From an optimization exercise on the open Yosys and OpenROAD flow, aimed at small area, a short achievable clock period and few clock cycles per item; shortcuts taken in it are not production practice.
At most, simulation tests tie the RTL to the original design; equivalence was not proved.
Only the layout flow was run in run 5; the RTL was not checked for function there.
Power and IR drop assume default switching activity.

$ cat config.mk
export PLATFORM = sky130hd
export DESIGN_NAME = prs_decoder
export DESIGN_NICKNAME = prs_decoder
export VERILOG_FILES = /design/flow/design.v
export SDC_FILE = /design/flow/constraint.sdc
export NUM_CORES = 4
export LEC_CHECK = 0
export CAP_MARGIN = 20
export CORE_MARGIN = 2
export CORE_UTILIZATION = 40
export SLEW_MARGIN = 20
$ cat constraint.sdc
create_clock -name core_clock -period 20.0 [get_ports {clk}]
set_input_delay 4.0000 -clock core_clock [delete_from_list [all_inputs] [get_ports {clk}]]
set_output_delay 4.0000 -clock core_clock [all_outputs]
set_load 0.01 [all_outputs]
$ cat design.v
module prs_decoder (
    input  wire        clk,
    input  wire        rst,           
    input  wire        in_valid,
    output wire        in_ready,
    input  wire [31:0] in_data,
    output wire        out_valid,
    input  wire        out_ready,
    output wire [14:0] out_sample,
    output wire        out_last
);
    integer i;
    reg  [3:0]  bwl;            
    reg         bwx;            
    reg         nxt_v;
    reg  [3:0]  nK;
    reg  [2:0]  nes;            
    reg         nsgn;
    reg  [31:0] B0, B1;         
    reg         B0v, B1v;
    reg         in_rdy;
    wire exp_ctrl  = (bwl == 4'd0) && !bwx;
    assign in_ready = in_rdy;
    wire in_fire   = in_valid && in_rdy;
    wire ctrl_fire = in_fire && exp_ctrl;
    wire body_fire = in_fire && !exp_ctrl;
    wire [31:0] in_s;
    genvar gi;
    generate
        for (gi = 0; gi < 32; gi = gi + 1) begin : g_ord
            assign in_s[gi] = in_data[8 * (gi / 8) + 7 - (gi % 8)];
        end
    endgenerate
    reg         cur_v;
    reg  [3:0]  K;
    reg  [2:0]  es;
    reg         sgn;
    reg  [4:0]  idx;            
    reg  [4:0]  ptr;            
    reg  [15:0] lacc;           
    reg         lz;             
    reg         chk;            
    wire        rawblk  = (K == 4'd15);
    wire        rawmode = rawblk || (idx[4:1] == 4'd0);
    wire        last    = (idx == 5'd31);
    wire [63:0] cbuf = {B1, B0};
    wire [21:0] w    = cbuf >> ptr;           
    reg  [21:0] wr;                            
    always @(*) for (i = 0; i < 22; i = i + 1) wr[i] = w[21 - i];
    reg  [8:0]  th;
    always @(*) begin
        th[0] = 1'b1;
        for (i = 1; i < 9; i = i + 1) th[i] = th[i - 1] & w[i - 1];
    end
    wire        all8 = th[8];
    reg  [2:0]  L;
    always @(*) begin
        casez (w[6:0])
            7'b??????0: L = 3'd0;
            7'b?????01: L = 3'd1;
            7'b????011: L = 3'd2;
            7'b???0111: L = 3'd3;
            7'b??01111: L = 3'd4;
            7'b?011111: L = 3'd5;
            7'b0111111: L = 3'd6;
            default:    L = 3'd7;
        endcase
    end
    wire        chunk = !rawmode && all8;
    wire [4:0]  sh    = 5'd21 - {1'b0, K} - {2'b00, L};
    reg  [13:0] maskK;
    always @(*) for (i = 0; i < 14; i = i + 1) maskK[i] = (i < K);
    wire [21:0] wsh   = wr >> sh;
    wire [13:0] low   = wsh[13:0] & maskK;
    wire [15:0] u     = (lacc & {16{!lz}}) | ({13'd0, L} << K) | {2'b00, low};
    wire [14:0] rawval = sgn ? wr[21:7] : {1'b0, wr[21:8]};
    wire [5:0]  ptrW  = {1'b0, ptr} + (sgn ? 6'd15 : 6'd14);
    wire [5:0]  ptr8  = {1'b0, ptr} + 6'd8;
    wire [5:0]  ptrK1 = {1'b0, ptr} + {2'b00, K} + 6'd1;
    wire [4:0]  ptrR  = ptrK1[4:0] + {2'b00, L};
    reg         rc_crs, rc_over;
    always @(*) begin
        rc_crs = ptrK1[5];
        rc_over  = ptrK1[5] && (ptrK1[4:0] != 5'd0 || th[1]);
        for (i = 1; i < 8; i = i + 1) begin
            if (ptrK1 == 6'd32 - i) rc_crs = th[i];
            if (ptrK1 == 6'd33 - i) rc_over  = th[i];
        end
    end
    wire        crs   = rawmode ? ptrW[5] : chunk ? ptr8[5] : rc_crs;
    wire        over  = rawmode ? (ptrW > 6'd32) : rc_over;
    wire [4:0]  pnext = rawmode ? ptrW[4:0] : chunk ? ptr8[4:0] : ptrR;
    wire        ffit  = rawmode ? (ptrW <= 6'd32) : ({1'b0, ptr} + {2'b00, K} <= 6'd24);
    wire        efit  = rawmode ? (ptrW <= 6'd32) : chunk ? (ptr8 <= 6'd32) : !rc_over;
    reg         d_v, d_raw, d_last, d_sgn;
    reg  [2:0]  d_es;
    reg  [15:0] d_val;
    reg         q_v, q_raw, q_last, q_sgn, q_e0;
    reg  [16:0] q_val;
    reg  [1:0]  npc;
    reg         last1, last0;
    reg  [14:0] xr1, xr0;
    reg         h_v, h_last;
    reg  [14:0] h;
    wire r_go   = q_v && !npc[1];
    wire q_free = !q_v || !npc[1];
    wire d_mov  = d_v && q_free;
    wire d_free = !d_v || q_free;
    wire go     = d_free && cur_v && B0v && (B1v || ffit || chk);
    wire dec    = go && !chunk;
    wire bend   = dec && last;
    wire cfree  = !cur_v || bend;
    wire take   = nxt_v && cfree;
    wire direct = !nxt_v && cfree && ctrl_fire;    
    wire drop1 = go && (crs || bend);
    wire drop2 = bend && over;
    wire       nxt_vn = (ctrl_fire && !direct) || (nxt_v && !take);
    wire       B0v_n  = drop2 ? body_fire
                      : drop1 ? (B1v || body_fire)
                      : (B0v || body_fire);
    wire       B1v_n  = drop2 ? 1'b0
                      : drop1 ? (B1v && body_fire)
                      : (B1v || (B0v && body_fire));
    wire       expc_n = ctrl_fire ? 1'b0
                      : body_fire ? (bwl == 4'd0 || (bwl == 4'd1 && !bwx)) : exp_ctrl;
    wire       has   = (npc != 2'd0);
    wire       h_ld  = (!h_v || out_ready) && has;
    wire [1:0] np_a  = npc + {1'b0, r_go};
    wire [1:0] np_r  = has ? np_a - 2'd1 : np_a;              
    wire [1:0] np_n  = (!h_v && has) ? np_a - 2'd1 : np_a;    
    reg  [15:0] lacc_inc;
    reg         cy;
    always @(*) begin
        cy = 1'b0;
        for (i = 0; i < 16; i = i + 1) begin
            lacc_inc[i] = (lacc[i] && !lz) ^ (cy || (i == K + 3));
            cy = (cy || (i == K + 3)) && lacc[i] && !lz;
        end
    end
    always @(posedge clk) begin
        if (rst) begin
            bwl    <= 4'd0;
            bwx    <= 1'b0;
            nxt_v  <= 1'b0;
            in_rdy <= 1'b1;
            B0v    <= 1'b0;
            B1v    <= 1'b0;
            cur_v  <= 1'b0;
            chk    <= 1'b0;
            d_v    <= 1'b0;
            q_v    <= 1'b0;
            npc    <= 2'd0;
            h_v    <= 1'b0;
        end else begin
            if (ctrl_fire) begin
                bwl <= in_data[5:2];
                bwx <= |in_data[1:0];
            end else if (body_fire) begin
                if (bwl != 4'd0)
                    bwl <= bwl - 4'd1;
                else
                    bwx <= 1'b0;
            end
            nxt_v  <= nxt_vn;
            B0v    <= B0v_n;
            B1v    <= B1v_n;
            in_rdy <= expc_n ? !nxt_vn : !B1v_n;
            chk    <= !go && cur_v && B0v && efit;
            if (take || direct)
                cur_v <= 1'b1;
            else if (bend)
                cur_v <= 1'b0;
            if (dec)
                d_v <= 1'b1;
            else if (d_mov)
                d_v <= 1'b0;
            if (d_mov)
                q_v <= 1'b1;
            else if (r_go)
                q_v <= 1'b0;
            npc <= out_ready ? np_r : np_n;
            h_v <= out_ready ? has : (h_v || has);
        end
        if (!cur_v) begin
            ptr <= 5'd0;
            idx <= 5'd0;
            lz  <= 1'b1;
        end else if (go) begin
            ptr <= bend ? 5'd0 : pnext;
            lz  <= !chunk;
            if (dec)
                idx <= idx + 5'd1;
        end
        if (go && chunk)
            lacc <= lacc_inc;
        if (!nxt_v) begin
            nK   <= in_data[31:28];
            nes  <= in_data[24] ? 3'd0 : in_data[27:25];
            nsgn <= (in_data[19:16] == 4'd14);
        end
        if (take) begin
            K   <= nK;
            es  <= nes;
            sgn <= nsgn;
        end else if (direct) begin
            K   <= in_data[31:28];
            es  <= in_data[24] ? 3'd0 : in_data[27:25];
            sgn <= (in_data[19:16] == 4'd14);
        end
        if (drop2 || (drop1 && !B1v) || !B0v)
            B0 <= in_s;
        else if (drop1)
            B0 <= B1;
        if (drop1 || !B1v)
            B1 <= in_s;
        if (dec) begin
            d_raw  <= rawmode;
            d_last <= last;
            d_sgn  <= sgn;
            d_es   <= es;
            d_val  <= rawmode ? {1'b0, rawval} : u;
        end
        if (d_mov) begin
            q_raw  <= d_raw;
            q_last <= d_last;
            q_sgn  <= d_sgn;
            q_e0   <= (d_es == 3'd0);
            q_val  <= d_raw ? {2'b00, d_val[14:0]} : qs;
        end
        if (r_go) begin
            last1 <= q_last;
            last0 <= last1;
            xr1   <= xr_n;
            xr0   <= xr1;
        end
        if (h_ld) begin
            h      <= npc[1] ? xr0 : xr1;
            h_last <= npc[1] ? last0 : last1;
        end
    end
    wire [16:0] qd = {1'b0, d_val[15:1]} ^ {17{d_val[0]}};
    wire [16:0] qs = (d_es == 3'd0) ? qd : qd + (qd << d_es);
    wire [16:0] x1e  = {{2{xr1[14]}}, xr1};
    wire [16:0] x0e  = {{2{xr0[14]}}, xr0};
    wire [16:0] pr   = (x1e << 1) - x0e;
    wire [16:0] csa_s = (x1e << 1) ^ ~x0e ^ q_val;
    wire [16:0] csa_c = ((((x1e << 1) & ~x0e) | ((x1e << 1) & q_val) | (~x0e & q_val)) << 1) | 17'd1;
    wire [16:0] sA    = csa_s + csa_c;
    wire        a_hi  = (!sA[16] && sA[15:14] != 2'b00) || (!q_e0 && sA == 17'h03FFF);
    wire        a_lo  = q_sgn ? ((sA[16] && (sA[15:14] != 2'b11 || sA[13:0] == 14'd0)) || (!q_e0 && sA == 17'h1C001))
                              : sA[16];
    wire        pr_hi = (!pr[16] && pr[15:14] != 2'b00) || (!q_e0 && pr == 17'h03FFF);
    wire        pr_lo = q_sgn ? ((pr[16] && (pr[15:14] != 2'b11 || pr[13:0] == 14'd0)) || (!q_e0 && pr == 17'h1C001))
                              : pr[16];
    wire [14:0] HI = q_e0 ? 15'h3FFF : 15'h3FFE;
    wire [14:0] LO = q_sgn ? (q_e0 ? 15'h4001 : 15'h4002) : 15'h0000;
    reg  [16:0] tdn, tup;
    reg  [16:0] nz, no;         
    always @(*) begin
        nz[0] = 1'b1; no[0] = 1'b1; nz[1] = 1'b1; no[1] = 1'b1;
        for (i = 2; i < 17; i = i + 1) begin
            nz[i] = ~|(q_val[15:1] & ((16'd1 << (i - 1)) - 16'd1));
            no[i] = &(q_val[15:1] | ~((16'd1 << (i - 1)) - 16'd1));
        end
        tdn[0] = q_val[0] ^ q_e0;
        tup[0] = q_val[0] ^ q_e0;
        for (i = 1; i < 17; i = i + 1) begin
            tdn[i] = q_val[i] ^ ((q_e0 ? !q_val[0] : 1'b1) && nz[i]);
            tup[i] = q_val[i] ^ ((q_e0 ?  q_val[0] : 1'b1) && no[i]);
        end
    end
    wire [16:0] sH = {tdn[16] ^ (tdn[15] & tdn[14]), tdn[15] ^ tdn[14], !tdn[14], tdn[13:0]};
    wire        h_lo = q_sgn ? (sH[16] && (sH[15:14] != 2'b11 || sH[13:0] == 14'd0 || (!q_e0 && sH == 17'h1C001)))
                             : sH[16];
    wire [14:0] cH = !q_val[16] ? HI : h_lo ? LO : sH[14:0];
    wire [16:0] sLs = {tup[16] ^ (!tup[15] & !tup[14]), tup[15] ^ !tup[14], !tup[14], tup[13:0]};
    wire [16:0] sL  = q_sgn ? sLs : q_val;
    wire        l_hi = (!sL[16] && sL[15:14] != 2'b00) || (!q_e0 && sL == 17'h03FFF);
    wire [14:0] cL = (q_val[16] || q_val == 17'd0) ? LO : l_hi ? HI : sL[14:0];
    wire [14:0] xr_n = q_raw ? q_val[14:0]
                     : pr_hi ? cH
                     : pr_lo ? cL
                     : a_hi  ? HI
                     : a_lo  ? LO
                     : sA[14:0];
    assign out_valid  = h_v;
    assign out_sample = h;
    assign out_last   = h_last;
endmodule
$ cat flow/run.sh
#!/bin/bash
# The standard layout, with two changes to how it is made:
# - repair_timing is asked to leave 15 ns of setup slack at the design's
#   clock (and may resize cells to other footprints), which shortens the
#   layout's critical path;
# - every input and output port still gets a buffer, but a plain buf_2
#   instead of the slower delay buffer buffer_ports picks by default.
set -uo pipefail
bash standard.sh SETUP_SLACK_MARGIN=15 MATCH_CELL_FOOTPRINT=0 \
  "BUFFER_PORTS_ARGS=-buffer_cell sky130_fd_sc_hd__buf_2" finish > make.log 2>&1
$ cat standard.sh
#!/bin/bash
# synth_recipe.tcl (not shown) runs the flow's synth.tcl, then flattens the netlist and writes it again
# the make line also repeats each setting of config.mk as NAME=value (left out here)
make -C /OpenROAD-flow-scripts/flow DESIGN_CONFIG=/design/flow/config.mk WORK_HOME=/design/flow/orfs CLKGATE_MAP_FILE= SYNTH_SCRIPT=/design/flow/synth_recipe.tcl "${@:-finish}"
==> results.json, run 1 <==
{
  "portion_of_the_post_synthesis_area_used_by_sequential_elements_pct": 31.9,
  "status": "no timing/DRC/antenna violations",
  "hold_viol": 0,
  "timing_worst_setup_path_type": "reg -> out",
  "maxCapViolations": 0,
  "worstPathMaxFanout": 1,
  "finalWeightedCongestion": 0.940,
  "drt.antenna.violating_nets": 0,
  "ys_async_sr_fraction_pct": 0,
  "via_per_inst": 6.08,
  "timing.critical_path.buf_inv": 1,
  "synth-compound-area-share_pct": 18.3,
  "ctsLongestPathBuffers": 3,
  "seq_power_share_pct": 24.9,
  "timing.slew.headroom_pct": 30.5,
  "syn2layout_area_growth_pct": 11.5,
  "fill_cells": 4540,
  "ctsHtreeMaxLevel": 1,
  "layout.nets": 2201,
  "seq_cells_post_synth": 214,
  "power-per-cell-area_nw_per_um2": 128,
  "tritoncts_buffers": 27,
  "grt_start_max_net_pins": 60,
  "tns_ps": 0,
  "ctsRootBufferMaster": "sky130_fd_sc_hd__clkbuf_16",
  "grt_antenna_before_repair": 0,
  "drt_iter0_drc": 1581,
  "post_drt_wl_per_cell_um": 20.7,
  "cts_hold_repair.buffers": 0,
  "most_common_cell_after_layout_fill_and_taps_aside": "sky130_fd_sc_hd__edfxtp_1",
  "placementRows": 80,
  "tritoncts": "done",
  "detail_route.wirelength_mm": 55.7,
  "worstHoldPathCells": 0,
  "yosys.cell_types.count": 93,
  "detail_route.first_pass.iterations": 5,
  "power.clock.fraction_pct": 17.2,
  "synthesis.instances": 2038,
  "synth.cell_area_um2": 19300,
  "worst_pin_slew_ps": 1030,
  "first_global_vias": 15700,
  "die-height_um": 224,
  "clock_pin_slew_on_the_worst_setup_and_hold_paths_ps": 60,
  "starting_density_pct": 40.5,
  "final_routed_drc_violation_total": 0,
  "leakagePower_uw": 0.00810,
  "post_synth_fa_ha_maj_area_fraction_pct": 7.65,
  "dpl.hpwl_mm": 41.0,
  "core_region_area_um2": 47600,
  "timing.final.setup_violations": 0,
  "antenna-diode-count": 0,
  "globalRoute.busiestLayer": "met2",
  "cts_num_sinks": 214,
  "reg2reg_setup_slack_ps": 15190,
  "critPathRequiredTime_ps": 16000,
  "post_synth_xor_area_fraction_pct": 4.09,
  "fin_worst_skew_ps": 11.2,
  "path_delay_family": "flip-flops",
  "power_switching_share_pct": 44.2,
  "worstRegToRegCells": 15,
  "grt_setup_unrepaired": "true",
  "grt_use_met2_pct": 37.6,
  "post_synth.cell_area_avg_um2": 9.46,
  "i_o_pin_total": 54,
  "report.final.slew_viol_count": 0,
  "hold_path.class": "reg -> reg",
  "worst-path-stages": 1,
  "worst_path_largest_cell_delay_ps": 360,
  "final_area_um2": 21500,
  "synth_enable_flop_cells": 187,
  "post-route-period-util_pct": 25.3,
  "clock_latency_ps": 570,
  "port_buffers": 53,
  "main_combinational_cell_family_by_area_after_synthesis": "compound AO/OA/AOI/OAI gates",
  "gr-usage-met3_pct": 2.52,
  "timing.critical_path.from_type": "flop",
  "slowest_stage": "sky130_fd_sc_hd__edfxtp_1",
  "worst_ep_arrival_time_ps": 1060,
  "syn_nets": 2179,
  "post_route_cells_drive_above_1_share_pct": 17.8,
  "leftover_overflow_at_the_end_of_global_routing": 0,
  "placedInstanceArea_um2": 20000,
  "cell_internal_pwr_uw": 1530,
  "die-width_um": 224,
  "most-common-layout-cells": "187 x sky130_fd_sc_hd__edfxtp_1, 181 x sky130_fd_sc_hd__nor2_1, 174 x sky130_fd_sc_hd__nand2_1",
  "total_switching_power_uw": 1220,
  "irDropWorstVdd_v": 0.0000839,
  "postSynth.topFlopCell": "sky130_fd_sc_hd__edfxtp_1",
  "grt_util_met1_pct": 28.2,
  "critical_path.endpoint_type": "output pin",
  "dr_total_vias": 16400,
  "synthSimpleGateAreaFrac_pct": 16.0,
  "ys_warn_count": 1,
  "grt_first_pass_wirelength_mm": 87.8,
  "max_freq_mhz": 198,
  "post_synth_mux_area_share_pct": 16.7,
  "combinational_fraction_of_design_power_pct": 57.9,
  "fp.dieArea_um2": 50000,
  "crit_chain": "buf_2",
  "grt_util_all_layers_pct": 21.8,
  "final_period_minus_worst_setup_slack_ps": 5060
}
## cells in the mapped netlist (27+ instances only)
cell type | instances | share of area (%)
sky130_fd_sc_hd__mux2_4 | 29 | 2.3
sky130_fd_sc_hd__clkbuf_1 | 83 | 1.6
sky130_fd_sc_hd__edfxtp_1 | 187 | 29
sky130_fd_sc_hd__xor2_1 | 37 | 1.7
sky130_fd_sc_hd__a211oi_1 | 30 | 1.2
sky130_fd_sc_hd__a21o_1 | 39 | 1.5
sky130_fd_sc_hd__a21oi_1 | 128 | 3.3
sky130_fd_sc_hd__nor3_1 | 56 | 1.5
sky130_fd_sc_hd__nor2b_1 | 36 | 1.2
sky130_fd_sc_hd__mux2i_1 | 72 | 3.7
sky130_fd_sc_hd__mux4_2 | 69 | 8.1
sky130_fd_sc_hd__dfxtp_1 | 27 | 2.8
sky130_fd_sc_hd__nand3_1 | 43 | 1.1
sky130_fd_sc_hd__inv_1 | 129 | 2.5
sky130_fd_sc_hd__nor2_1 | 184 | 3.6
sky130_fd_sc_hd__mux2_2 | 42 | 2.5
sky130_fd_sc_hd__nand2_1 | 174 | 3.4
sky130_fd_sc_hd__o21ai_0 | 114 | 3.0
sky130_fd_sc_hd__xnor2_1 | 53 | 2.4
sky130_fd_sc_hd__ha_1 | 85 | 5.5
## final cells by class
| cell class | instances | area [um^2] | area share (%) |
|---|---|---|---|
| timing repair buffer | 108 | 825 | 3.84 |
| inverter | 132 | 518 | 2.41 |
| clock buffer | 30 | 687 | 3.20 |
| multi-input combinational | 1576 | 12400 | 57.5 |
| tap | 615 | 769 | 3.58 |
| sequential | 214 | 6170 | 28.7 |
| timing repair inverter | 1 | 5.00 | 0.0233 |
| clock inverter | 18 | 155 | 0.722 |
## registers in the layout, indices dropped and copies added (netlist names), 5 cells and up
name / count
B0: 32
B1: 32
q_val: 17
d_val: 16
lacc: 16
h: 15
xr0: 15
xr1: 15
idx: 5
ptr: 5
## path summary, 6_finish.rpt
kind                            from          endpoint
setup reg to reg  q_val[3]$_DFFE_PP_  xr1[1]$_DFFE_PP_
hold / removal      d_last$_DFFE_PP_  q_last$_DFFE_PP_
hold reg to reg     d_last$_DFFE_PP_  q_last$_DFFE_PP_
setup / recovery    h_last$_DFFE_PP_          out_last
## power by group through the flow
stage	combinational [uW]	sequential (uW)	clock (uW)
detailed placement	1430	696	0
global route	1730	692	499
floorplan	1110	654	0
finish	1590	684	472
CTS	1510	683	484
global placement	1410	696	0
## repair_timing
action                     CTS  global route
setup endpoints to repair   84            82
setup buffers               18            14
pin swaps                    2             5
gates cloned                 1             2
gates resized for setup     38            38
hold endpoints to repair     0             0
## cell families after synthesis
| group | after synthesis |
|---|---|
| buf+inv | 248 |
| mux | 216 |
| xor+xnor | 90 |
| flops | 214 |
| compound gates | 527 |
| fa+ha+maj | 106 |
| simple gates | 637 |
## routing by layer
layer	wire length (um)	vias up	part of all wire (%)
met5	0	-	0
met4	2220	0	4.0
met3	2910	128	5.2
met2	27000	614	49
met1	23600	7939	42
li1	-	7691	-
## per-stage QoR
stage / utilization [%] / power [uW] / hold WS [ps] / instances / worst slack [ps]
after floorplan: - / 1770 / 400 / 2038 / 14940
after global placement: 41.9 / 2110 / 404 / 2611 / 13780
after detailed placement: 41.9 / 2130 / 406 / 2611 / 13620
after CTS: 44.4 / 2680 / 419 / 2678 / 14900
after global routing: 45.1 / 2920 / 426 / 2694 / 14900
final: 45.1 / 2750 / 418 / 2694 / 14940
Testbench counts, summed over its fixed seeds: cycles 17,368, blocks 512.
==> inputs of run 2 (changes only) <==
--- a/config.mk
+++ b/config.mk
@@ -7,5 +7,5 @@
 export LEC_CHECK = 0
 export CAP_MARGIN = 20
 export CORE_MARGIN = 2
-export CORE_UTILIZATION = 40
+export CORE_UTILIZATION = 50
 export SLEW_MARGIN = 20
==> run 2 against run 1 <==
Against the previous run: still clean on timing, DRC and antenna; setup slack got worse by 48 ps; total power fell by 0.54%; die area fell by 20%; clock skew rose by 2.8 ps; sequential cell count did not move; non-clock buffer count rose by 6; wire length rose by 2.1%; synthesized area did not move; first-iteration DRC count fell by 5.1%; critical path depth did not move; largest power group unchanged.
==> results.json, run 2 <==
{
  "fp.dieArea_um2": 40100,
  "core_region_area_um2": 37800,
  "final_routed_drc_violation_total": 0,
  "seq_cells_post_synth": 214,
  "portion_of_the_post_synthesis_area_used_by_sequential_elements_pct": 31.9,
  "leftover_overflow_at_the_end_of_global_routing": 0,
  "slowest_stage": "sky130_fd_sc_hd__edfxtp_1",
  "post_route_cells_drive_above_1_share_pct": 17.7,
  "most-common-layout-cells": "187 x sky130_fd_sc_hd__edfxtp_1, 181 x sky130_fd_sc_hd__nor2_1, 174 x sky130_fd_sc_hd__nand2_1",
  "drt_iter0_drc": 1501,
  "cts_hold_repair.buffers": 0,
  "grt_antenna_before_repair": 3,
  "worst_path_largest_cell_delay_ps": 400,
  "fin_worst_skew_ps": 14.1,
  "tritoncts": "done",
  "die-width_um": 200,
  "r2r_start": "ptr[1]$_SDFFE_PN0P_",
  "synthDominantCellAreaShare_pct": 29.1,
  "maxCapViolations": 0,
  "syn_nets": 2179,
  "min_from": "d_last$_DFFE_PP_",
  "detail_route.first_pass.iterations": 6,
  "status": "no timing/DRC/antenna violations",
  "tritoncts_buffers": 25,
  "grt_util_all_layers_pct": 27.6,
  "first_global_vias": 15400,
  "dpl.hpwl_mm": 42.4,
  "top_regs": "B0: 32 flops, B1: 32 flops, q_val: 17 flops",
  "fin_worst_hold_slack_ps": 427,
  "worst_pin_slew_ps": 1000,
  "cell_internal_pwr_uw": 1520,
  "yosys.cell_types.count": 93,
  "timing.critical_path.buf_inv": 1,
  "post_synth.cell_area_avg_um2": 9.46,
  "grt_start_max_net_pins": 60,
  "placementRows": 71,
  "max_freq_mhz": 196,
  "leakagePower_uw": 0.00812,
  "detail_route.wirelength_mm": 56.9,
  "port_buffers": 53,
  "total_switching_power_uw": 1210,
  "tns_ps": 0,
  "synth_top_area_cell": "sky130_fd_sc_hd__edfxtp_1",
  "power_switching_share_pct": 44.4,
  "ctsRootBufferMaster": "sky130_fd_sc_hd__clkbuf_16",
  "post-route-period-util_pct": 25.5,
  "report.final.slew_viol_count": 0,
  "worstPathMaxFanout": 1,
  "synthesis.instances": 2038,
  "power-per-cell-area_nw_per_um2": 128,
  "layout.cells.non_filler": 2596,
  "irDropWorstVdd_v": 0.0000825,
  "ctsHtreeMaxLevel": 1,
  "post_drt_wl_per_cell_um": 21.9,
  "fill_cells": 3434,
  "i_o_pin_total": 54,
  "clock_pin_slew_on_the_worst_setup_and_hold_paths_ps": 60,
  "crit-reg2reg-capture": "d_val[1]$_DFFE_PP_",
  "synth.cell_area_um2": 19300,
  "grt_first_pass_wirelength_mm": 88.4,
  "ctsLongestPathBuffers": 3,
  "crit_chain": "buf_2",
  "synth_enable_flop_cells": 187,
  "ys_warn_count": 1,
  "hold_path.class": "reg -> reg",
  "postSynth.topFlopCell": "sky130_fd_sc_hd__edfxtp_1",
  "ys_top_cells_by_area": "sky130_fd_sc_hd__edfxtp_1 29%, sky130_fd_sc_hd__mux4_2 8.1%, sky130_fd_sc_hd__ha_1 5.5%",
  "layout.nets": 2205,
  "final_period_minus_worst_setup_slack_ps": 5110,
  "yosys-top-cells-count": "187 x sky130_fd_sc_hd__edfxtp_1, 184 x sky130_fd_sc_hd__nor2_1, 174 x sky130_fd_sc_hd__nand2_1",
  "grt_setup_unrepaired": "true",
  "syn2layout_area_growth_pct": 10.5,
  "drt.antenna.violating_nets": 0,
  "worst_ep_arrival_time_ps": 1110,
  "worstHoldPathCells": 0,
  "clock_latency_ps": 560,
  "power.clock.fraction_pct": 16.4,
  "critical_path.endpoint_type": "output pin",
  "combined_area_of_the_multi_input_logic_cells_um2": 12300,
  "hold_viol": 0,
  "via_per_inst": 6.29,
  "seq_power_share_pct": 25.6,
  "die-height_um": 200,
  "dr_total_vias": 16300,
  "timing.final.setup_violations": 0,
  "post-synth-top-count-cell": "sky130_fd_sc_hd__edfxtp_1",
  "ys_async_sr_fraction_pct": 0,
  "combinational_fraction_of_design_power_pct": 58.0,
  "worst-path-stages": 1,
  "hold_path_end": "q_last$_DFFE_PP_",
  "timing_worst_setup_path_type": "reg -> out",
  "starting_density_pct": 50.9,
  "dp_cells": 2512,
  "regArea_um2": 6160,
  "most_common_cell_after_layout_fill_and_taps_aside": "sky130_fd_sc_hd__edfxtp_1",
  "cts_num_sinks": 214,
  "path_delay_family": "flip-flops",
  "timing.slew.headroom_pct": 33.2,
  "worstRegToRegCells": 17,
  "timing.critical_path.from_type": "flop",
  "finalWeightedCongestion": 0.953,
  "reg2reg_setup_slack_ps": 15040,
  "critPathRequiredTime_ps": 16000
}
[run 2: cell counts after synthesis]
Identical to the previous run, type by type.
[run 2: logic make-up after synthesis]
group                    count (synthesis)  share of synthesized area, %
AND/OR/NAND/NOR                        637                          16.0
AO/OA/AOI/OAI                          527                          18.3
buffers and inverters                  248                          5.34
multiplexers                           216                          16.7
flip-flops                             214                          31.9
adder cells (fa/ha/maj)                106                          7.65
XOR/XNOR                                90                          4.09
[run 2: cell type report]
| cell class | count | area share (%) |
|---|---|---|
| flip-flops and latches | 214 | 28.9 |
| repair buffers | 114 | 4.11 |
| well taps | 511 | 3.00 |
| clock buffers | 31 | 3.04 |
| inverters | 132 | 2.43 |
| repair inverters | 1 | 0.0235 |
| clock inverters | 15 | 0.670 |
| multi-input cells | 1576 | 57.7 |
| diodes | 2 | 0.0235 |
[run 2: worst max-delay path by stage]
stage,slack (ps),to,startpoint
final,14890,out_sample[1],h[1]$_DFFE_PP_
after global routing,14810,d_val[1]$_DFFE_PP_,ptr[1]$_SDFFE_PN0P_
after CTS,14860,out_sample[1],h[1]$_DFFE_PP_
after detailed placement,13490,d_val[0]$_DFFE_PP_,ptr[1]$_SDFFE_PN0P_
after global placement,13660,d_val[0]$_DFFE_PP_,ptr[1]$_SDFFE_PN0P_
after floorplan,14940,d_val[0]$_DFFE_PP_,ptr[1]$_SDFFE_PN0P_
[run 2: timing repair]
item / 4_1_cts / 5_1_grt
gates resized for setup: 40 / 28
endpoints found under the setup margin: 90 / 78
gates cloned: 3 / 1
pin swaps: 2 / 6
buffers inserted: 16 / 16
[run 2: metal layers]
| metal | vias to the layer above | wire length (um) | track usage (%) |
|---|---|---|---|
| li1 | 7714 | - | - |
| met3 | 113 | 3790 | 4.95 |
| met1 | 7856 | 25500 | 38.4 |
| met2 | 649 | 25800 | 43.3 |
| met4 | 2 | 1900 | 9.81 |
| met5 | - | 17 | 0 |
[run 2: stage by stage]
stage | util (%) | power [uW] | setup WS (ps) | area, um^2
finish | 56.3 | 2730 | 14890 | 21300
global route | 56.3 | 2900 | 14810 | 21300
CTS | 55.6 | 2670 | 14860 | 21000
detailed placement | 52.5 | 2140 | 13490 | 19900
global placement | 52.5 | 2140 | 13660 | 19900
floorplan | - | 1770 | 14940 | 19300
[run 2: power by group through the flow]
stage	Sequential (uW)	Clock (uW)	Combinational [uW]
2_1_floorplan	654	0	1110
3_3_place_gp	705	0	1430
3_5_place_dp	705	0	1430
4_1_cts	696	458	1520
5_1_grt	706	475	1720
6_report	698	448	1590
==> inputs of run 3 (changes only) <==
--- a/config.mk
+++ b/config.mk
@@ -7,5 +7,7 @@
 export LEC_CHECK = 0
 export CAP_MARGIN = 20
 export CORE_MARGIN = 2
-export CORE_UTILIZATION = 50
+export CORE_UTILIZATION = 40
+export CTS_CLUSTER_DIAMETER = 80
+export CTS_CLUSTER_SIZE = 20
 export SLEW_MARGIN = 20
==> run 3 against run 2 <==
Against the previous run: clock skew increased by 13 ps; cell count increased by 3.2%; sequential share of layout area increased by 0.063 points; first-iteration DRC count increased by 3.1%; critical endpoint is now out_last; highest routed layer is now met4.
==> results.json, run 3 <==
{
  "status": "no timing/DRC/antenna violations",
  "slowest_stage": "sky130_fd_sc_hd__edfxtp_1",
  "grt_setup_unrepaired": "true",
  "timing_worst_setup_path_type": "reg -> out",
  "path_delay_family": "flip-flops",
  "timing.final.setup_violations": 0,
  "final_period_minus_worst_setup_slack_ps": 5030,
  "drt_iter0_drc": 1547,
  "power-per-cell-area_nw_per_um2": 125,
  "cell_internal_pwr_uw": 1460,
  "tns_ps": 0,
  "tritoncts": "done",
  "synthesis.instances": 2038,
  "timing.slew.headroom_pct": 33.4,
  "ctsLongestPathBuffers": 3,
  "yosys.cell_types.count": 93,
  "report.final.slew_viol_count": 0,
  "leakagePower_uw": 0.00801,
  "power_switching_share_pct": 45.1,
  "synth_top_area_cell": "sky130_fd_sc_hd__edfxtp_1",
  "port_buffers": 53,
  "grt_start_max_net_pins": 60,
  "dpl.hpwl_mm": 41.0,
  "most-common-layout-cells": "187 x sky130_fd_sc_hd__edfxtp_1, 181 x sky130_fd_sc_hd__nor2_1, 174 x sky130_fd_sc_hd__nand2_1",
  "dr_total_vias": 16300,
  "total_switching_power_uw": 1190,
  "min_from": "d_last$_DFFE_PP_",
  "tritoncts_buffers": 18,
  "regArea_um2": 6170,
  "worstRegToRegCells": 17,
  "fin_worst_hold_slack_ps": 423,
  "i_o_pin_total": 54,
  "clock_latency_ps": 540,
  "r2r_start": "ptr[1]$_SDFFE_PN0P_",
  "timing.critical_path.buf_inv": 1,
  "grt_util_all_layers_pct": 21.6,
  "core_region_area_um2": 47600,
  "power.clock.fraction_pct": 14.3,
  "seq_cells_post_synth": 214,
  "max_freq_mhz": 199,
  "leftover_overflow_at_the_end_of_global_routing": 0,
  "synth.cell_area_um2": 19300,
  "placedInstanceArea_um2": 20000,
  "ys_warn_count": 1,
  "post_drt_wl_per_cell_um": 20.6,
  "cts_num_sinks": 214,
  "cts_hold_repair.buffers": 0,
  "fill_cells": 4556,
  "fp.dieArea_um2": 50000,
  "synth_enable_flop_cells": 187,
  "worst_path_largest_cell_delay_ps": 370,
  "fin_worst_skew_ps": 27.3,
  "detail_route.first_pass.iterations": 6,
  "placementRows": 80,
  "maxCapViolations": 0,
  "via_per_inst": 6.09,
  "grt_antenna_before_repair": 0,
  "final_routed_drc_violation_total": 0,
  "post_synth.cell_area_avg_um2": 9.46,
  "postSynth.topFlopCell": "sky130_fd_sc_hd__edfxtp_1",
  "grt_first_pass_wirelength_mm": 87.2,
  "post-route-period-util_pct": 25.2,
  "worst_pin_slew_ps": 997,
  "worst_ep_arrival_time_ps": 1030,
  "critPathRequiredTime_ps": 16000,
  "seq_power_share_pct": 25.8,
  "setup.worst_path.start": "h_last$_DFFE_PP_",
  "crit-reg2reg-capture": "d_val[5]$_DFFE_PP_",
  "reg2reg_setup_slack_ps": 15180,
  "starting_density_pct": 40.5,
  "critical_path.endpoint_type": "output pin",
  "die-height_um": 224,
  "die-width_um": 224,
  "syn2layout_area_growth_pct": 10.3,
  "worstPathMaxFanout": 1,
  "post-synth-top-count-cell": "sky130_fd_sc_hd__edfxtp_1",
  "synthDominantCellAreaShare_pct": 29.1,
  "ctsRootBufferMaster": "sky130_fd_sc_hd__clkbuf_16",
  "detail_route.wirelength_mm": 55.3,
  "final_area_um2": 21300,
  "combined_area_of_the_multi_input_logic_cells_um2": 12300,
  "hold_path_end": "q_last$_DFFE_PP_",
  "antenna-diode-count": 0,
  "ys_async_sr_fraction_pct": 0,
  "hold_path.class": "reg -> reg",
  "first_global_vias": 15500,
  "crit_chain": "buf_2",
  "ys_top_cells_by_area": "sky130_fd_sc_hd__edfxtp_1 29%, sky130_fd_sc_hd__mux4_2 8.1%, sky130_fd_sc_hd__ha_1 5.5%",
  "hold_viol": 0,
  "layout.nets": 2196,
  "worstHoldPathCells": 0,
  "ctsHtreeMaxLevel": 1,
  "drt.antenna.violating_nets": 0,
  "top_regs": "B0: 32 flops, B1: 32 flops, q_val: 17 flops",
  "post_route_cells_drive_above_1_share_pct": 17.4,
  "timing.critical_path.from_type": "flop",
  "combinational_fraction_of_design_power_pct": 59.9,
  "finalWeightedCongestion": 0.940,
  "irDropWorstVdd_v": 0.0000872,
  "clock_pin_slew_on_the_worst_setup_and_hold_paths_ps": 80,
  "portion_of_the_post_synthesis_area_used_by_sequential_elements_pct": 31.9,
  "most_common_cell_after_layout_fill_and_taps_aside": "sky130_fd_sc_hd__edfxtp_1",
  "yosys-top-cells-count": "187 x sky130_fd_sc_hd__edfxtp_1, 184 x sky130_fd_sc_hd__nor2_1, 174 x sky130_fd_sc_hd__nand2_1",
  "syn_nets": 2179
}
[run 3: timing repair]
item / CTS / global route
setup endpoints to repair: 84 / 81
setup buffers: 18 / 18
cloned: 1 / 2
pin swaps: 2 / 7
resized for setup: 37 / 36
[run 3: worst max-delay path by stage]
stage	end	slack [ps]	depth (start not counted)
final	out_last	14970	1
after floorplan	d_val[0]$_DFFE_PP_	14940	19
after CTS	out_last	14940	1
after global routing	out_sample[12]	14930	1
after detailed placement	d_val[0]$_DFFE_PP_	13620	15
after global placement	d_val[0]$_DFFE_PP_	13780	15
[run 3: cells by family (layout without fill, tap and decap cells)]
| logic type | Yosys count | count (layout) | share of synthesized area [%] |
|---|---|---|---|
| and+or+nand+nor | 637 | 637 | 16.0 |
| AOI/OAI and AO/OA | 527 | 527 | 18.3 |
| buffers and inverters | 248 | 275 | 5.34 |
| muxes | 216 | 216 | 16.7 |
| DFF | 214 | 214 | 31.9 |
| adders and majority gates | 106 | 106 | 7.65 |
| xor gates and xnor gates | 90 | 90 | 4.09 |
[run 3: through the flow]
stage | setup WS, ps | total power [uW] | util [%] | cells
6_report | 14970 | 2650 | 44.6 | 2680
5_1_grt | 14930 | 2820 | 44.6 | 2680
4_1_cts | 14940 | 2580 | 43.9 | 2660
3_5_place_dp | 13620 | 2130 | 41.9 | 2611
3_3_place_gp | 13780 | 2110 | 41.9 | 2611
2_1_floorplan | 14940 | 1770 | - | 2038
[run 3: per-layer routing]
metal | up-vias | track usage [%] | share of wire (%)
met5 | - | 0 | 0
met4 | 0 | 7.78 | 4.1
met3 | 129 | 2.33 | 5.3
met2 | 618 | 37.1 | 48
met1 | 7888 | 28.2 | 42
li1 | 7678 | - | -
[run 3: power by group through the flow]
stage,logic [uW],clock network [uW],registers (uW)
floorplan,1110,0,654
CTS,1510,389,682
global route,1730,401,692
global placement,1410,0,696
detailed placement,1430,0,696
finish,1590,379,683
[run 3: final cells by class]
type	count	share of cell area, %
Inverter	132	2.44
Tap cell	615	3.62
Clock inverter	8	0.571
Timing Repair Buffer	112	3.98
Timing Repair inverter	1	0.0235
Sequential cell	214	29.0
Multi-Input combinational cell	1576	58.0
Clock buffer	22	2.34
==> inputs of run 4 (changes only) <==
==> flow/run.sh (replaced) <==
#!/bin/bash
# The standard layout, with two changes to how it is made:
# - repair_timing is asked to leave 14.95 ns of setup slack at the design's
#   clock (and may resize cells to other footprints), which shortens the
#   layout's critical path;
# - every input and output port still gets a buffer, but a plain buf_2
#   instead of the slower delay buffer buffer_ports picks by default.
set -uo pipefail
bash standard.sh SETUP_SLACK_MARGIN=14.95 MATCH_CELL_FOOTPRINT=0 \
  "BUFFER_PORTS_ARGS=-buffer_cell sky130_fd_sc_hd__buf_2" finish > make.log 2>&1
==> run 4 against run 3 <==
Against the previous run: still clean; die area unchanged; clock power up 6.9%; hold slack better by 2.4 ps; maximum frequency down 0.26%; first-iteration DRC count down 7.4%; synthesized area unchanged; critical endpoint unchanged.
==> results.json, run 4 <==
{
  "synth.cell_area_um2": 19300,
  "min_from": "d_sgn$_DFFE_PP_",
  "report.final.slew_viol_count": 0,
  "tns_ps": 0,
  "worst_ep_arrival_time_ps": 1050,
  "timing.final.ws_setup_ps": 14950,
  "post-route-period-util_pct": 25.2,
  "worst_pin_slew_ps": 1010,
  "post-synth-top-count-cell": "sky130_fd_sc_hd__edfxtp_1",
  "grt_setup_unrepaired": "true",
  "synth_top_area_cell": "sky130_fd_sc_hd__edfxtp_1",
  "pre_cts_worst_setup_slack_ps": 13600,
  "top_regs": "B0: 32 flops, B1: 32 flops, q_val: 17 flops",
  "layout.nets": 2192,
  "cts_num_sinks": 214,
  "port_buffers": 53,
  "tritoncts_buffers": 20,
  "ctsRootBufferMaster": "sky130_fd_sc_hd__clkbuf_16",
  "dpl.hpwl_mm": 40.9,
  "portion_of_the_post_synthesis_area_used_by_sequential_elements_pct": 31.9,
  "worstHoldPathCells": 0,
  "finalWeightedCongestion": 0.930,
  "cell_internal_pwr_uw": 1460,
  "clock_latency_ps": 540,
  "postSynth.topFlopCell": "sky130_fd_sc_hd__edfxtp_1",
  "syn_nets": 2179,
  "grt_start_max_net_pins": 60,
  "fin_worst_skew_ps": 20.0,
  "die-width_um": 224,
  "tritoncts": "done",
  "critPathRequiredTime_ps": 16000,
  "first_global_vias": 15600,
  "ctsHtreeMaxLevel": 1,
  "timing.slew.headroom_pct": 32.5,
  "hold_path.class": "reg -> reg",
  "reg2reg_setup_slack_ps": 15070,
  "seq_cells_post_synth": 214,
  "dr_total_vias": 16200,
  "crit-reg2reg-capture": "d_val[0]$_DFFE_PP_",
  "ys_warn_count": 1,
  "power_switching_share_pct": 45.1,
  "total_switching_power_uw": 1200,
  "ys_top_cells_by_area": "sky130_fd_sc_hd__edfxtp_1 29%, sky130_fd_sc_hd__mux4_2 8.1%, sky130_fd_sc_hd__ha_1 5.5%",
  "i_o_pin_total": 54,
  "drt_iter0_drc": 1433,
  "grt_first_pass_wirelength_mm": 86.3,
  "critical_path.endpoint_type": "output pin",
  "status": "no timing/DRC/antenna violations",
  "timing.critical_path.buf_inv": 1,
  "drt.antenna.violating_nets": 0,
  "post_route_cells_drive_above_1_share_pct": 17.2,
  "dp_cells": 2610,
  "max_freq_mhz": 198,
  "fill_cells": 4519,
  "path_delay_family": "flip-flops",
  "grt_antenna_before_repair": 0,
  "via_per_inst": 6.05,
  "timing.final.setup_violations": 0,
  "die-height_um": 224,
  "final_period_minus_worst_setup_slack_ps": 5050,
  "detail_route.wirelength_mm": 54.8,
  "crit_chain": "buf_2",
  "worst_path_largest_cell_delay_ps": 370,
  "timing_worst_setup_path_type": "reg -> out",
  "cts_hold_repair.buffers": 0,
  "seq_power_share_pct": 25.8,
  "fp.dieArea_um2": 50000,
  "most-common-layout-cells": "187 x sky130_fd_sc_hd__edfxtp_1, 181 x sky130_fd_sc_hd__nor2_1, 174 x sky130_fd_sc_hd__nand2_1",
  "synthesis.instances": 2038,
  "combinational_fraction_of_design_power_pct": 59.0,
  "final_routed_drc_violation_total": 0,
  "post_synth.cell_area_avg_um2": 9.46,
  "ys_async_sr_fraction_pct": 0,
  "post_drt_wl_per_cell_um": 20.4,
  "power.clock.fraction_pct": 15.2,
  "starting_density_pct": 40.5,
  "irDropWorstVdd_v": 0.0000820,
  "antenna-diode-count": 0,
  "syn2layout_area_growth_pct": 10.1,
  "hold_viol": 0,
  "synth_enable_flop_cells": 187,
  "regArea_um2": 6170,
  "placementRows": 80,
  "synthDominantCellAreaShare_pct": 29.1,
  "leakagePower_uw": 0.00801,
  "timing.critical_path.from_type": "flop",
  "worstRegToRegCells": 15,
  "leftover_overflow_at_the_end_of_global_routing": 0,
  "fin_worst_hold_slack_ps": 426,
  "utilization_pct": 44.5,
  "worstPathMaxFanout": 1,
  "most_common_cell_after_layout_fill_and_taps_aside": "sky130_fd_sc_hd__edfxtp_1",
  "power-per-cell-area_nw_per_um2": 125,
  "maxCapViolations": 0,
  "layout.cells.non_filler": 2680,
  "slowest_stage": "sky130_fd_sc_hd__edfxtp_1",
  "yosys.cell_types.count": 93,
  "core_region_area_um2": 47600,
  "hold_path_end": "q_sgn$_DFFE_PP_",
  "detail_route.first_pass.iterations": 6,
  "ctsLongestPathBuffers": 3,
  "yosys-top-cells-count": "187 x sky130_fd_sc_hd__edfxtp_1, 184 x sky130_fd_sc_hd__nor2_1, 174 x sky130_fd_sc_hd__nand2_1",
  "grt_util_all_layers_pct": 21.5,
  "combined_area_of_the_multi_input_logic_cells_um2": 12300,
  "r2r_start": "B0[28]$_DFFE_PP_",
  "clock_pin_slew_on_the_worst_setup_and_hold_paths_ps": 80
}
## run 4: changes by cell type in the layout (fill, tap and decap cells not counted), moves of 2 or more
cell                        change
sky130_fd_sc_hd__buf_4          -6
sky130_fd_sc_hd__clkinv_4       +2
sky130_fd_sc_hd__inv_8          +2
sky130_fd_sc_hd__clkbuf_16      +2
sky130_fd_sc_hd__inv_6          -2
sky130_fd_sc_hd__clkbuf_8       -2
## run 4: timing repair
action | in CTS | in global routing
cloned | 1 | 2
buffers inserted | 17 | 14
pin swaps | 1 | 3
gates resized for setup | 35 | 25
setup endpoints to repair | 77 | 76
## run 4: per-stage QoR
stage	total power (uW)	area [um^2]
floorplan	1770	19300
CTS	2620	21000
global route	2840	21200
detailed placement	2120	20000
finish	2660	21200
global placement	2100	20000
## run 4: power groups by stage
| stage | Combinational [uW] | Sequential, uW | Clock [uW] |
|---|---|---|---|
| 2_1_floorplan | 1110 | 654 | 0 |
| 3_3_place_gp | 1400 | 702 | 0 |
| 3_5_place_dp | 1420 | 703 | 0 |
| 4_1_cts | 1510 | 687 | 418 |
| 5_1_grt | 1710 | 694 | 431 |
| 6_report | 1570 | 686 | 405 |
## run 4: kinds of logic after synthesis
kind of cell | Yosys count | synth area share [%]
multiplexers | 216 | 16.7
buffers and inverters | 248 | 5.34
AND/OR/NAND/NOR | 637 | 16.0
flip-flops | 214 | 31.9
XOR/XNOR | 90 | 4.09
adder cells (fa/ha/maj) | 106 | 7.65
AO/OA/AOI/OAI | 527 | 18.3
## run 4: cell type report
class | instances | share of cell area [%]
multi-input cells | 1576 | 57.9
inverters | 132 | 2.43
clock inverters | 12 | 0.731
clock buffers | 24 | 2.53
repair inverters | 1 | 0.0236
well taps | 615 | 3.63
repair buffers | 106 | 3.73
flip-flops and latches | 214 | 29.0
## run 4: per-layer routing
metal  track usage [%]  vias to the layer above  wire, um
li1                  -                     7676         -
met1              27.4                     7849     23300
met2              36.9                      569     26400
met3              2.63                      127      2810
met4              9.08                        0      2240
met5                 0                        -         0
## run 4: worst max-delay path by stage
stage,end,cells past startpoint,from,slack [ps]
after floorplan,d_val[0]$_DFFE_PP_,20,ptr[1]$_SDFFE_PN0P_,14940
after global placement,d_val[1]$_DFFE_PP_,15,ptr[1]$_SDFFE_PN0P_,13810
after detailed placement,d_val[0]$_DFFE_PP_,15,ptr[1]$_SDFFE_PN0P_,13600
after CTS,out_sample[1],1,h[1]$_DFFE_PP_,14920
after global routing,d_val[3]$_DFFE_PP_,18,ptr[1]$_SDFFE_PN0P_,14900
final,out_last,1,h_last$_DFFE_PP_,14950
==> inputs of run 5 (changes only) <==
--- a/design.v
+++ b/design.v
@@ -47,42 +47,39 @@
     wire [21:0] w    = cbuf >> ptr;           
     reg  [21:0] wr;                            
     always @(*) for (i = 0; i < 22; i = i + 1) wr[i] = w[21 - i];
-    reg  [8:0]  th;
+    reg  [16:0] th;
+    reg  [3:0]  L;              
     always @(*) begin
         th[0] = 1'b1;
-        for (i = 1; i < 9; i = i + 1) th[i] = th[i - 1] & w[i - 1];
-    end
-    wire        all8 = th[8];
-    reg  [2:0]  L;
-    always @(*) begin
-        casez (w[6:0])
-            7'b??????0: L = 3'd0;
-            7'b?????01: L = 3'd1;
-            7'b????011: L = 3'd2;
-            7'b???0111: L = 3'd3;
-            7'b??01111: L = 3'd4;
-            7'b?011111: L = 3'd5;
-            7'b0111111: L = 3'd6;
-            default:    L = 3'd7;
-        endcase
-    end
-    wire        chunk = !rawmode && all8;
-    wire [4:0]  sh    = 5'd21 - {1'b0, K} - {2'b00, L};
+        for (i = 1; i < 17; i = i + 1) th[i] = th[i - 1] & w[i - 1];
+        L = 4'd15;
+        for (i = 14; i >= 0; i = i - 1)
+            if (th[i] && !w[i]) L = i;
+    end
+    reg         thk;
+    always @(*) begin
+        thk = th[16];
+        for (i = 6; i < 15; i = i + 1)
+            if (K == i) thk = th[22 - i];
+    end
+    wire        fitw  = B1v ? !thk : !th[8];
+    wire        chunk = !rawmode && !fitw;
+    wire [4:0]  sh    = 5'd21 - {1'b0, K} - {1'b0, L};
     reg  [13:0] maskK;
     always @(*) for (i = 0; i < 14; i = i + 1) maskK[i] = (i < K);
     wire [21:0] wsh   = wr >> sh;
     wire [13:0] low   = wsh[13:0] & maskK;
-    wire [15:0] u     = (lacc & {16{!lz}}) | ({13'd0, L} << K) | {2'b00, low};
+    wire [15:0] u     = (L[3] ? lacc_inc : (lacc & {16{!lz}})) | ({13'd0, L[2:0]} << K) | {2'b00, low};
     wire [14:0] rawval = sgn ? wr[21:7] : {1'b0, wr[21:8]};
     wire [5:0]  ptrW  = {1'b0, ptr} + (sgn ? 6'd15 : 6'd14);
     wire [5:0]  ptr8  = {1'b0, ptr} + 6'd8;
     wire [5:0]  ptrK1 = {1'b0, ptr} + {2'b00, K} + 6'd1;
-    wire [4:0]  ptrR  = ptrK1[4:0] + {2'b00, L};
+    wire [4:0]  ptrR  = ptrK1[4:0] + {1'b0, L};
     reg         rc_crs, rc_over;
     always @(*) begin
         rc_crs = ptrK1[5];
         rc_over  = ptrK1[5] && (ptrK1[4:0] != 5'd0 || th[1]);
-        for (i = 1; i < 8; i = i + 1) begin
+        for (i = 1; i < 16; i = i + 1) begin
             if (ptrK1 == 6'd32 - i) rc_crs = th[i];
             if (ptrK1 == 6'd33 - i) rc_over  = th[i];
         end
@@ -91,7 +88,7 @@
     wire        over  = rawmode ? (ptrW > 6'd32) : rc_over;
     wire [4:0]  pnext = rawmode ? ptrW[4:0] : chunk ? ptr8[4:0] : ptrR;
     wire        ffit  = rawmode ? (ptrW <= 6'd32) : ({1'b0, ptr} + {2'b00, K} <= 6'd24);
-    wire        efit  = rawmode ? (ptrW <= 6'd32) : chunk ? (ptr8 <= 6'd32) : !rc_over;
+    wire        efit  = rawmode ? (ptrW <= 6'd32) : th[8] ? (ptr8 <= 6'd32) : !rc_over;
     reg         d_v, d_raw, d_last, d_sgn;
     reg  [2:0]  d_es;
     reg  [15:0] d_val;
==> flow/run.sh (replaced) <==
#!/bin/bash
# The standard layout, with two changes to how it is made:
# - repair_timing is asked to leave 15 ns of setup slack at the design's
#   clock (and may resize cells to other footprints), which shortens the
#   layout's critical path;
# - every input and output port still gets a buffer, but a plain buf_2
#   instead of the slower delay buffer buffer_ports picks by default.
set -uo pipefail
bash standard.sh SETUP_SLACK_MARGIN=15 MATCH_CELL_FOOTPRINT=0 \
  "BUFFER_PORTS_ARGS=-buffer_cell sky130_fd_sc_hd__buf_2" finish > make.log 2>&1
--- a/config.mk
+++ b/config.mk
@@ -8,6 +8,4 @@
 export CAP_MARGIN = 20
 export CORE_MARGIN = 2
 export CORE_UTILIZATION = 40
-export CTS_CLUSTER_DIAMETER = 80
-export CTS_CLUSTER_SIZE = 20
 export SLEW_MARGIN = 20
==> run 5 against run 4 <==
Against the previous run: clock-buffer cell count is 8 higher; sequential cell count stayed put; largest power group unchanged; still clean on timing, DRC and antenna; highest routed layer unchanged; setup slack worse by 69 ps; critical path depth is 18 higher.
==> results.json, run 5 <==
{
  "status": "no timing/DRC/antenna violations",
  "grt_start_max_net_pins": 43,
  "first_global_vias": 17900,
  "report.final.slew_viol_count": 0,
  "most_common_cell_after_layout_fill_and_taps_aside": "sky130_fd_sc_hd__edfxtp_1",
  "post_route_cells_drive_above_1_share_pct": 25.5,
  "worst_ep_arrival_time_ps": 5440,
  "slowest_stage": "sky130_fd_sc_hd__fa_2",
  "fp.dieArea_um2": 53100,
  "power-per-cell-area_nw_per_um2": 93.1,
  "dr_total_vias": 18700,
  "fill_cells": 4667,
  "post_synth.cell_area_avg_um2": 9.33,
  "timing.slew.headroom_pct": 29.9,
  "core_region_area_um2": 50400,
  "via_per_inst": 6.21,
  "ctsHtreeMaxLevel": 1,
  "die-height_um": 230,
  "post-synth-top-count-cell": "sky130_fd_sc_hd__edfxtp_1",
  "grt_first_pass_wirelength_mm": 107,
  "timing.final.setup_violations": 0,
  "fin_worst_skew_ps": 24.0,
  "regArea_um2": 6170,
  "max_freq_mhz": 195,
  "synth_enable_flop_cells": 187,
  "maxCapViolations": 0,
  "leftover_overflow_at_the_end_of_global_routing": 0,
  "dpl.hpwl_mm": 48.4,
  "tritoncts_buffers": 27,
  "layout.nets": 2458,
  "drt.antenna.violating_nets": 0,
  "most-common-layout-cells": "187 x sky130_fd_sc_hd__edfxtp_1, 179 x sky130_fd_sc_hd__nand2_1, 162 x sky130_fd_sc_hd__nor2_1",
  "worst-path-stages": 19,
  "seq_cells_post_synth": 214,
  "detail_route.wirelength_mm": 69.5,
  "die-width_um": 230,
  "final_period_minus_worst_setup_slack_ps": 5120,
  "drt_iter0_drc": 1934,
  "i_o_pin_total": 54,
  "leakagePower_uw": 0.00927,
  "ys_top_cells_by_area": "sky130_fd_sc_hd__edfxtp_1 27%, sky130_fd_sc_hd__mux4_2 7.1%, sky130_fd_sc_hd__ha_1 5.3%",
  "irDropWorstVdd_v": 0.0000722,
  "grt_setup_unrepaired": "true",
  "path_delay_family": "multiplexers",
  "clock_pin_slew_on_the_worst_setup_and_hold_paths_ps": 60,
  "timing.final.ws_setup_ps": 14880,
  "hold_path.class": "reg -> reg",
  "worstHoldPathCells": 0,
  "yosys-top-cells-count": "187 x sky130_fd_sc_hd__edfxtp_1, 186 x sky130_fd_sc_hd__nand2_1, 174 x sky130_fd_sc_hd__nor2_1",
  "post-route-period-util_pct": 25.6,
  "placementRows": 82,
  "cts_num_sinks": 214,
  "postSynth.topFlopCell": "sky130_fd_sc_hd__edfxtp_1",
  "grt_antenna_before_repair": 1,
  "starting_density_pct": 40.7,
  "top_regs": "B0: 32 flops, B1: 32 flops, q_val: 17 flops",
  "yosys.cell_types.count": 97,
  "port_buffers": 53,
  "critical_path.endpoint_type": "flop",
  "hold_viol": 0,
  "timing_worst_setup_path_type": "reg -> reg",
  "synthesis.instances": 2198,
  "detail_route.first_pass.iterations": 6,
  "grt_util_all_layers_pct": 25.5,
  "syn2layout_area_growth_pct": 19.5,
  "timing.critical_path.from_type": "flop",
  "synthDominantCellAreaShare_pct": 27.4,
  "timing.critical_path.buf_inv": 4,
  "cts_hold_repair.buffers": 0,
  "worst_path_largest_cell_delay_ps": 640,
  "critPathRequiredTime_ps": 20320,
  "tritoncts": "done",
  "combined_area_of_the_multi_input_logic_cells_um2": 14100,
  "worstRegToRegCells": 19,
  "synth_top_area_cell": "sky130_fd_sc_hd__edfxtp_1",
  "finalWeightedCongestion": 0.959,
  "syn_nets": 2341,
  "worstPathMaxFanout": 7,
  "antenna-diode-count": 0,
  "tns_ps": 0,
  "final_routed_drc_violation_total": 0,
  "pre_cts_worst_setup_slack_ps": 12970,
  "ys_warn_count": 1,
  "clock_latency_ps": 590,
  "critical-path-top-cell-by-count": "sky130_fd_sc_hd__mux4_2",
  "portion_of_the_post_synthesis_area_used_by_sequential_elements_pct": 30.0,
  "post_drt_wl_per_cell_um": 23.1,
  "ctsRootBufferMaster": "sky130_fd_sc_hd__clkbuf_16",
  "worst_pin_slew_ps": 1040,
  "synth.cell_area_um2": 20500,
  "ys_async_sr_fraction_pct": 0,
  "crit_chain": "buf_12 -> buf_16 -> mux4_2 -> mux2_4 -> mux2i_4 -> o211a_4 -> nor4_4 -> o211a_1 -> nor3_2 -> o21bai_1 -> a21oi_2 -> ha_2 -> inv_2 -> ha_4 -> fa_2 -> buf_6 -> mux4_2 -> a221oi_2 -> a31oi_1",
  "ctsLongestPathBuffers": 3
}
## run 5: changes by cell type after synthesis, moves of 13 or more
cell                      change
sky130_fd_sc_hd__a21oi_1     +20
sky130_fd_sc_hd__xnor2_1     +15
sky130_fd_sc_hd__inv_1       +13
sky130_fd_sc_hd__a21o_1      -16
sky130_fd_sc_hd__mux2_2      +29
sky130_fd_sc_hd__mux2i_1     +27
## run 5: repair_timing
action | 4_1_cts | 5_1_grt
setup buffers | 87 | 34
endpoints found under the setup margin | 206 | 132
resized for setup | 164 | 75
pin swaps | 35 | 33
gates cloned | 10 | 4
## run 5: worst reg2reg max path, cell delays in order, from the launching register on
cell                       delay (ps)
sky130_fd_sc_hd__dfxtp_4          440
sky130_fd_sc_hd__buf_12           150
sky130_fd_sc_hd__buf_16           140
sky130_fd_sc_hd__mux4_2           570
sky130_fd_sc_hd__mux2_4           340
sky130_fd_sc_hd__mux2i_4          230
sky130_fd_sc_hd__o211a_4          230
sky130_fd_sc_hd__nor4_4            60
sky130_fd_sc_hd__o211a_1          140
sky130_fd_sc_hd__nor3_2           150
sky130_fd_sc_hd__o21bai_1          90
sky130_fd_sc_hd__a21oi_2          190
sky130_fd_sc_hd__ha_2             200
sky130_fd_sc_hd__inv_2             40
sky130_fd_sc_hd__ha_4             150
sky130_fd_sc_hd__fa_2             640
sky130_fd_sc_hd__buf_6            160
sky130_fd_sc_hd__mux4_2           560
sky130_fd_sc_hd__a221oi_2         250
sky130_fd_sc_hd__a31oi_1          130
## run 5: kinds of logic (layout without fill, tap and decap cells)
logic type               after synthesis  after routing  synth area share [%]
AND/OR/NAND/NOR                      650            650                  15.4
XOR/XNOR                              98             99                  4.18
flip-flops                           214            214                  30.0
AO/OA/AOI/OAI                        593            593                  19.4
multiplexers                         264            264                  18.0
buffers and inverters                272            409                  5.78
adder cells (fa/ha/maj)              107            107                  7.26
## run 5: metal layers
metal | part of all wire, % | track usage, % | vias to the layer above | wire [um]
met5 | 0 | 0 | - | 0
met3 | 7.2 | 3.45 | 185 | 5000
met4 | 4.3 | 9.52 | 0 | 2960
met1 | 45 | 35.8 | 9074 | 31100
met2 | 44 | 39.9 | 882 | 30500
li1 | - | - | 8535 | -
## run 5: area by class of cell
cell class                      instances  area share [%]
Clock inverter                         18           0.960
Clock buffer                           32            2.83
Tap cell                              672            3.43
Sequential cell                       214            25.2
Timing Repair inverter                  1          0.0306
Timing Repair Buffer                  213            7.67
Inverter                              145            2.33
Multi-Input combinational cell       1713            57.6
## run 5: power breakdown
group,switching [uW],leakage [uW],total [uW],internal [uW]
sequential,55.7,0.00201,604,548
combinational,658,0.00681,1160,502
clock,215,0.000449,520,304
## run 5: worst paths after layout
kind,start,end,slack (ps)
setup / recovery,ptr[0]$_SDFFE_PN0P_,d_val[7]$_DFFE_PP_,14880
hold / removal,d_last$_DFFE_PP_,q_last$_DFFE_PP_,410
setup reg to reg,ptr[0]$_SDFFE_PN0P_,d_val[7]$_DFFE_PP_,14880
hold reg to reg,d_last$_DFFE_PP_,q_last$_DFFE_PP_,410
## run 5: per-stage QoR
stage | hold WS, ps | utilization [%] | area (um^2) | std cells | total power (uW)
detailed placement | 408 | 42.2 | 21300 | 2823 | 1490
CTS | 414 | 47.3 | 23900 | 2970 | 2170
global route | 413 | 48.7 | 24500 | 3008 | 2390
floorplan | 400 | - | 20600 | 2198 | 1240
global placement | 405 | 42.2 | 21300 | 2823 | 1490
finish | 405 | 48.7 | 24500 | 3008 | 2280

-- static timing again, ports no longer ideal --
In the flow no input, the clock included, has a driving cell. The finished layouts below were timed again as built, in two steps. Step 1, drivers: a clkbuf_16 drives clk and a buf_2 each remaining input, both assumed. Step 2, shift: input delay + t, output delay - t, t = (earliest + latest rising clock arrival at the registers) / 2. This alone moves slack from input paths to output paths. a / b / c = ideal ports / drivers / drivers and shift; a / b = the first two.
| run | t (ns) | setup WS [ns] | worst setup path after step 2 | worst data-port slew with drivers (ns) |
|---|---|---|---|---|
| run 1 | 0.617 | 14.938 / 14.882 / 14.597 | input to register | 0.04 |
| run 2 | 0.608 | 14.890 / 14.837 / 14.633 | input to register | 0.04 |
| run 3 | 0.583 | 14.966 / 14.912 / 14.610 | input to register | 0.04 |
| run 4 | 0.584 | 14.953 / 14.897 / 14.621 | input to register | 0.04 |
| run 5 | 0.637 | 14.884 / 14.830 / 14.513 | input to register | 0.06 |
After both steps setup and hold are still met in every run listed. For run 5, which loses most, drivers alone change the setup slack by -0.054 ns; drivers and shift together by -0.371 ns.
